This is an optimization exercise on Yosys and OpenROAD, whose aim is small area, a short achievable clock period and few clock cycles per item, not a production implementation.
At most, simulation tests tie the RTL to the original design; equivalence was not proved.
No activity file was given, so power comes from the tool's default toggle rates.

Design kd_alarm_eval, start of the top module:
module kd_alarm_eval (
    input  wire        clk,
    input  wire        rst,
    input  wire [6:0]  cfg_limit_enable,
    input  wire [31:0] cfg_ll,
    input  wire [31:0] cfg_l,
    input  wire [31:0] cfg_h,
    input  wire [31:0] cfg_hh,
    input  wire [31:0] cfg_deadband,
    input  wire [19:0] cfg_on_delay,
    input  wire [19:0] cfg_off_delay,
    input  wire [19:0] cfg_flt_on_delay,
    input  wire [19:0] cfg_flt_off_delay,
    input  wire        cfg_limits_on_bad,
    input  wire [11:0] cfg_shelve_max_min,
    input  wire        ev_valid,
    output wire        ev_ready,
    input  wire [31:0] ev_time,
    input  wire [31:0] ev_value,
    input  wire [2:0]  ev_quality,
    input  wire        ev_hold,
    input  wire [31:0] ev_action,
    output reg         res_valid,
    output wire [31:0] res_state,
    output wire [15:0] res_seq,
    output wire [3:0]  res_pw_event,
    output wire [19:0] res_ev_a,
    output wire [19:0] res_ev_b
);
clock: 50.0 ns
lec_check: 0
abc_area: 1
cap_margin: 20
core_margin: 2
core_utilization: 65
cts_cluster_diameter: 150
cts_cluster_size: 24
slew_margin: 20
standard.sh (not shown) runs the stock make flow with config.mk's settings and CLKGATE_MAP_FILE= SYNTH_SCRIPT=/design/flow/synth_recipe.tcl, a recipe that flattens the netlist after the stock synthesis.
==> flow/flow/run.sh <==
#!/bin/bash
# Layout flow: the standard flow, with each port buffer a buf_2 cell.


export BUFFER_PORTS_ARGS="-buffer_cell sky130_fd_sc_hd__buf_2"
bash standard.sh > standard.log 2>&1
The starting point produced a clean layout.
Change:
--- a/flow/design.v
+++ b/flow/design.v
@@ -302,29 +302,28 @@
     function automatic [19:0] rc20(input [19:0] x, input [19:0] y);
         reg [10:0] lo, hi;
         begin
             lo = rc10(x[9:0], y[9:0], 1'b0);
             hi = rc10(x[19:10], y[19:10], lo[10]);
             rc20 = {hi[9:0], lo[9:0]};
         end
     endfunction
     reg [4:0]  c_en;
-    reg [31:0] c_ll, c_l, c_h, c_hh, c_db;
+    reg [31:0] c_ll, c_l, c_h, c_hh;
     reg [19:0] c_on, c_off, c_fon, c_foff;
     reg        c_lob;
     reg [11:0] c_smax;
     always @(posedge clk) begin
         c_en   <= {cfg_limit_enable[6], cfg_limit_enable[3:0]};
         c_ll   <= cfg_ll;
         c_l    <= cfg_l;
         c_h    <= cfg_h;
         c_hh   <= cfg_hh;
-        c_db   <= cfg_deadband;
         c_on   <= cfg_on_delay;
         c_off  <= cfg_off_delay;
         c_fon  <= cfg_flt_on_delay;
         c_foff <= cfg_flt_off_delay;
         c_lob  <= cfg_limits_on_bad;
         c_smax <= cfg_shelve_max_min;
     end
     reg        a_valid;           
     reg        b_valid;           
@@ -369,33 +368,35 @@
             end
         end
     end
     reg  [31:0] thr [0:3];
     reg  [31:0] fa_a;
     reg  [5:0]  fa_cmp;
     wire [5:0]  fa_cmp_n;
     reg  [40:0] fa_st;
     wire [40:0] fa_st_n;
-    wire [31:0] fa_b = {c_db[31] ^ f_k[1], c_db[30:0]};
+    wire [31:0] fa_b = {thr[3][31] ^ f_k[1], thr[3][30:0]};
     wire [31:0] fa_y;
     always @* begin
         case (f_k)
             2'd0: fa_a = c_ll;
             2'd1: fa_a = c_l;
             2'd2: fa_a = c_h;
             default: fa_a = c_hh;
         endcase
     end
     kd_fadd u_add (.phase(f_s[1]), .a(fa_a), .b(fa_b), .cmp_n(fa_cmp_n), .cmp(fa_cmp),
                    .st_n(fa_st_n), .st(fa_st), .y(fa_y));
     always @(posedge clk) begin
         fa_cmp <= fa_cmp_n;
         fa_st  <= fa_st_n;
+        if (!warm && a_valid && !f_on)
+            thr[3] <= cfg_deadband;
         if (!warm && a_valid && f_on && f_s == 2'd2)
             thr[f_k] <= fa_y;
     end
     reg [31:0] s_time, s_value, s_action;
     reg [2:0]  s_quality;
     reg        s_hold;
     always @(posedge clk) begin
         if (a_ready) begin
             s_time    <= ev_time;
After rerunning: First-iteration DRC count grows by a few percent. Power goes down by a few percent. Fmax stays flat. Synthesized area drops slightly. Design area falls slightly. Hold slack stays flat. Die area shrinks slightly. Clock-buffer cell count falls by 3. Combinational power goes down by roughly a tenth. Utilization rose by 0.32 points. Final cell count shrinks slightly. Worst setup slack gets worse by 23 ps. Critical path depth does not change.
Testbench counts after the change, summed over its fixed seeds: cycles 24,128, items 24,000.
Function not checked in the first run of this note: the RTL went through the layout flow alone.

-- re-timing with driven ports --
The flow's constraints put no driver on any port. The routed layouts listed below were extracted and timed again, unchanged, in two steps. Step 1 (the two cells are an assumption about what drives the block):
set clk [get_ports {clk}]
set_driving_cell -lib_cell sky130_fd_sc_hd__clkbuf_16 $clk
set_driving_cell -lib_cell sky130_fd_sc_hd__buf_2 [delete_from_list [all_inputs] $clk]
Step 2 adds t to the input delays and takes it off the output delays; t is the mean of the earliest and latest rising clock arrival at the registers after step 1. Input paths then give back, and output paths get back, about the clock's delay inside the block. Slacks: ideal ports / drivers / drivers and shift; pairs: ideal ports / drivers.
| run | shift t [ns] | setup slack, ns | worst setup path at the end | clock arrival spread, ns |
|---|---|---|---|---|
| the first run | 0.689 | 38.802 / 38.731 / 39.231 | input to register | 0.032 / 0.031 |
| the second run | 0.700 | 38.779 / 38.710 / 38.974 | input to register | 0.037 / 0.037 |
After both steps setup and hold are still met in every run listed.
